This design comes from an exercise in tuning for small area, a short achievable clock period and few clock cycles per item on the open sky130 flow, not from production work.
Function was checked by simulation only, so behaviour that the tests miss may differ from the original.

==> flow/design.v (excerpt) <==
module cmac_tag (
    input  wire         clk,
    input  wire         rst,           
    input  wire         in_valid,
    output wire         in_ready,
    input  wire         in_first,      
    input  wire         in_last,       
    input  wire [4:0]   in_nbytes,     
    input  wire [127:0] in_data,
    input  wire [127:0] key,
    output reg          tag_valid,
    output reg  [63:0]  tag
);
Size: roughly 6000 cells after synthesis, roughly 590 flip-flops, ~330 I/O pins.
export LEC_CHECK = 0
export CAP_MARGIN = 20
export CORE_MARGIN = 2
export CORE_UTILIZATION = 60
export PLACE_DENSITY = 0.7
export SETUP_SLACK_MARGIN = 3.5
export SLEW_MARGIN = 20
create_clock -name core_clock -period 10.0 [get_ports {clk}]
standard.sh (not shown) runs the stock make flow with config.mk's settings and CLKGATE_MAP_FILE= SYNTH_SCRIPT=/design/flow/synth_recipe.tcl, a recipe that flattens the netlist after the stock synthesis.
==> flow/flow/run.sh <==
#!/bin/bash
# Layout flow: the standard flow (standard.sh), with synthesis run by
# flow/synth_custom.tcl, which maps logic with an area-recovering ABC script,
# and the port buffers made of buf_1 cells.
set -euo pipefail
cd "$(dirname "$0")/.."
W=$PWD
bash standard.sh SYNTH_SCRIPT=$W/flow/synth_custom.tcl \
  "BUFFER_PORTS_ARGS=-buffer_cell sky130_fd_sc_hd__buf_1" \
  finish > $W/flow_orfs.log 2>&1
==> flow/flow/abc_custom.script <==
strash
&get -n
&st
&dch
&nf -R 20 -p
&put
topo
stime -c
buffer -c
upsize -c
dnsize -c
==> flow/flow/synth_custom.tcl <==
# The standard flow's synthesis (synth_recipe.tcl) with one change: ABC maps with an
# area-recovering script instead of ORFS's abc_speed.script.
set ::custom_abc_script [file join [file dirname [file normalize [info script]]] abc_custom.script]
proc synth {args} { yosys synth -nofsm -noshare {*}$args }
proc abc {args} {
  set i [lsearch -exact $args -script]
  if { $i >= 0 } {
    set args [lreplace $args [expr {$i + 1}] [expr {$i + 1}] $::custom_abc_script]
  }
  yosys abc {*}$args
}
source $::env(SCRIPTS_DIR)/synth.tcl
# left out here: clear keep_hierarchy, flatten, clean up, hide names made inside functions, write 1_2_yosys.v
Testbench counts at the start, summed over its fixed seeds: cycles 16,804, messages 480.
Edit:
--- a/flow/config.mk
+++ b/flow/config.mk
@@ -8,6 +8,8 @@
 export CAP_MARGIN = 20
 export CORE_MARGIN = 2
-export CORE_UTILIZATION = 60
-export PLACE_DENSITY = 0.7
+export CORE_UTILIZATION = 50
+export CTS_CLUSTER_DIAMETER = 70
+export CTS_CLUSTER_SIZE = 24
+export PLACE_DENSITY = 0.6
 export SETUP_SLACK_MARGIN = 3.5
 export SLEW_MARGIN = 20
First-iteration DRC count drops by 21%.
Routed wire length goes up by 3.1%.
Critical path depth stays the same.
Via count decreases by 2.0%.
Edit:
--- a/flow/config.mk
+++ b/flow/config.mk
@@ -9,6 +9,4 @@
 export CORE_MARGIN = 2
 export CORE_UTILIZATION = 50
-export CTS_CLUSTER_DIAMETER = 70
-export CTS_CLUSTER_SIZE = 24
 export PLACE_DENSITY = 0.6
 export SETUP_SLACK_MARGIN = 3.5
Result: Cell area went up by about 0.7%. Hold slack got worse by 0.0076 ns. Register-to-register slack barely changes.
Edit:
--- a/flow/config.mk
+++ b/flow/config.mk
@@ -8,6 +8,6 @@
 export CAP_MARGIN = 20
 export CORE_MARGIN = 2
-export CORE_UTILIZATION = 50
-export PLACE_DENSITY = 0.6
+export CORE_UTILIZATION = 40
+export PLACE_DENSITY = 0.5
 export SETUP_SLACK_MARGIN = 3.5
 export SLEW_MARGIN = 20
Area after synthesis is unchanged; non-clock buffer count drops by 2; die area climbs by about 25%; wire length climbs by about 7%; global-route usage drops by 5.3 points; via count drops by about 0.7%; cell area climbs by about 1%; clock-buffer cell count climbs by 13; utilization drops by 11 points.

---

cmac_tag, a different RTL version from the one above (not shown whole).
Size: roughly 6900 cells after synthesis, roughly 600 flip-flops, about 330 I/O pins, ~0.058 sq mm of cells after synthesis.
clock: 10.0 ns
lec_check: 0
cap_margin: 20
core_margin: 2
core_utilization: 25
place_density: 0.4
setup_slack_margin: 5
slew_margin: 20
==> flow/flow/run.sh <==
#!/bin/bash
# Layout flow: the standard flow (standard.sh), with synthesis run by
# flow/synth_custom.tcl, which maps logic with an area-recovering ABC script.
set -euo pipefail
cd "$(dirname "$0")/.."
W=$PWD
bash standard.sh SYNTH_SCRIPT=$W/flow/synth_custom.tcl finish > $W/flow_orfs.log 2>&1
==> flow/flow/abc_custom.script <==
strash
&get -n
&st
&dch
&nf -R 1000
&put
topo
stime -c
buffer -c
upsize -c
dnsize -c
Scripts as last shown in full above: flow/flow/synth_custom.tcl
The first run finished with timing, DRC and antenna clean.
Testbench counts at the start, summed over its fixed seeds: cycles 16,796, messages 480.
Edit:
==> flow/flow/run.sh (replaced) <==
#!/bin/bash
# Layout flow: the standard flow (standard.sh), with synthesis run by
# flow/synth_custom.tcl, which maps logic with an area-recovering ABC script,
# and the port buffers made of buf_1 cells.
set -euo pipefail
cd "$(dirname "$0")/.."
W=$PWD
bash standard.sh SYNTH_SCRIPT=$W/flow/synth_custom.tcl \
  "BUFFER_PORTS_ARGS=-buffer_cell sky130_fd_sc_hd__buf_1" \
  finish > $W/flow_orfs.log 2>&1
==> flow/flow/abc_custom.script (replaced) <==
strash
&get -n
&st
&dch
&nf -p
&put
topo
stime -c
buffer -c
upsize -c
dnsize -c
CORE_UTILIZATION = 50   (was 25)
PLACE_DENSITY = 0.6   (was 0.4)
SETUP_SLACK_MARGIN = 3   (was 5)
Global-route usage goes up by 13 points.
Wire length decreases by 21%.
Worst setup slack got worse by 1.2 ns.
Final area goes down by 32%.
First-iteration DRC count came out higher by 49%.
Clock-buffer cell count came out lower by 23.
Hold slack loses 0.0068 ns.
Sequential cell count is unchanged.
Die area goes down by 48%.
Register-to-register slack is worse by 1.2 ns.

## afterwards: timing with drivers on the ports
The results above use ideal ports. As a check the final layouts listed here were re-extracted and re-timed, cells and wires unchanged.
Step 1 sets driving cells, clkbuf_16 on the clock port and buf_2 on the other inputs (assumed; they add their load-dependent delay and slew).
Step 2 adds t to the input delays and takes it off the output delays; t is the mean of the earliest and latest rising clock arrival at the registers after step 1. Input paths then give back, and output paths get back, about the clock's delay inside the block.
Slacks: no drivers / after step 1 / after step 2; pairs: no drivers / after step 1.
| run | t (ns) | slack for setup (ns) | hold slack, ns | latest minus earliest clock arrival (ns) | worst register clock-pin slew, ns |
|---|---|---|---|---|---|
| the first run of note 1 | 0.710 | 3.619 / 3.619 / 3.619 | 0.456 / 0.456 / 0.456 | 0.039 / 0.039 | 0.07 / 0.07 |
| the second run of note 1 | 0.768 | 3.611 / 3.611 / 3.611 | 0.471 / 0.471 / 0.471 | 0.054 / 0.055 | 0.10 / 0.10 |
| the third run of note 1 | 0.728 | 3.613 / 3.613 / 3.613 | 0.463 / 0.463 / 0.463 | 0.035 / 0.036 | 0.07 / 0.07 |
| the fourth run of note 1 | 0.762 | 3.751 / 3.751 / 3.751 | 0.455 / 0.455 / 0.455 | 0.041 / 0.042 | 0.07 / 0.07 |
| the first run of note 2 | 0.814 | 4.357 / 4.357 / 3.828 | 0.470 / 0.470 / 0.470 | 0.041 / 0.041 | 0.07 / 0.07 |
| the second run of note 2 | 0.738 | 3.196 / 3.196 / 3.196 | 0.463 / 0.463 / 0.463 | 0.043 / 0.043 | 0.07 / 0.07 |
After both steps every run listed still meets setup and hold. The setup slack of the first run of note 2, which loses most, moves by 0.000 ns with the drivers and by -0.529 ns with both steps.
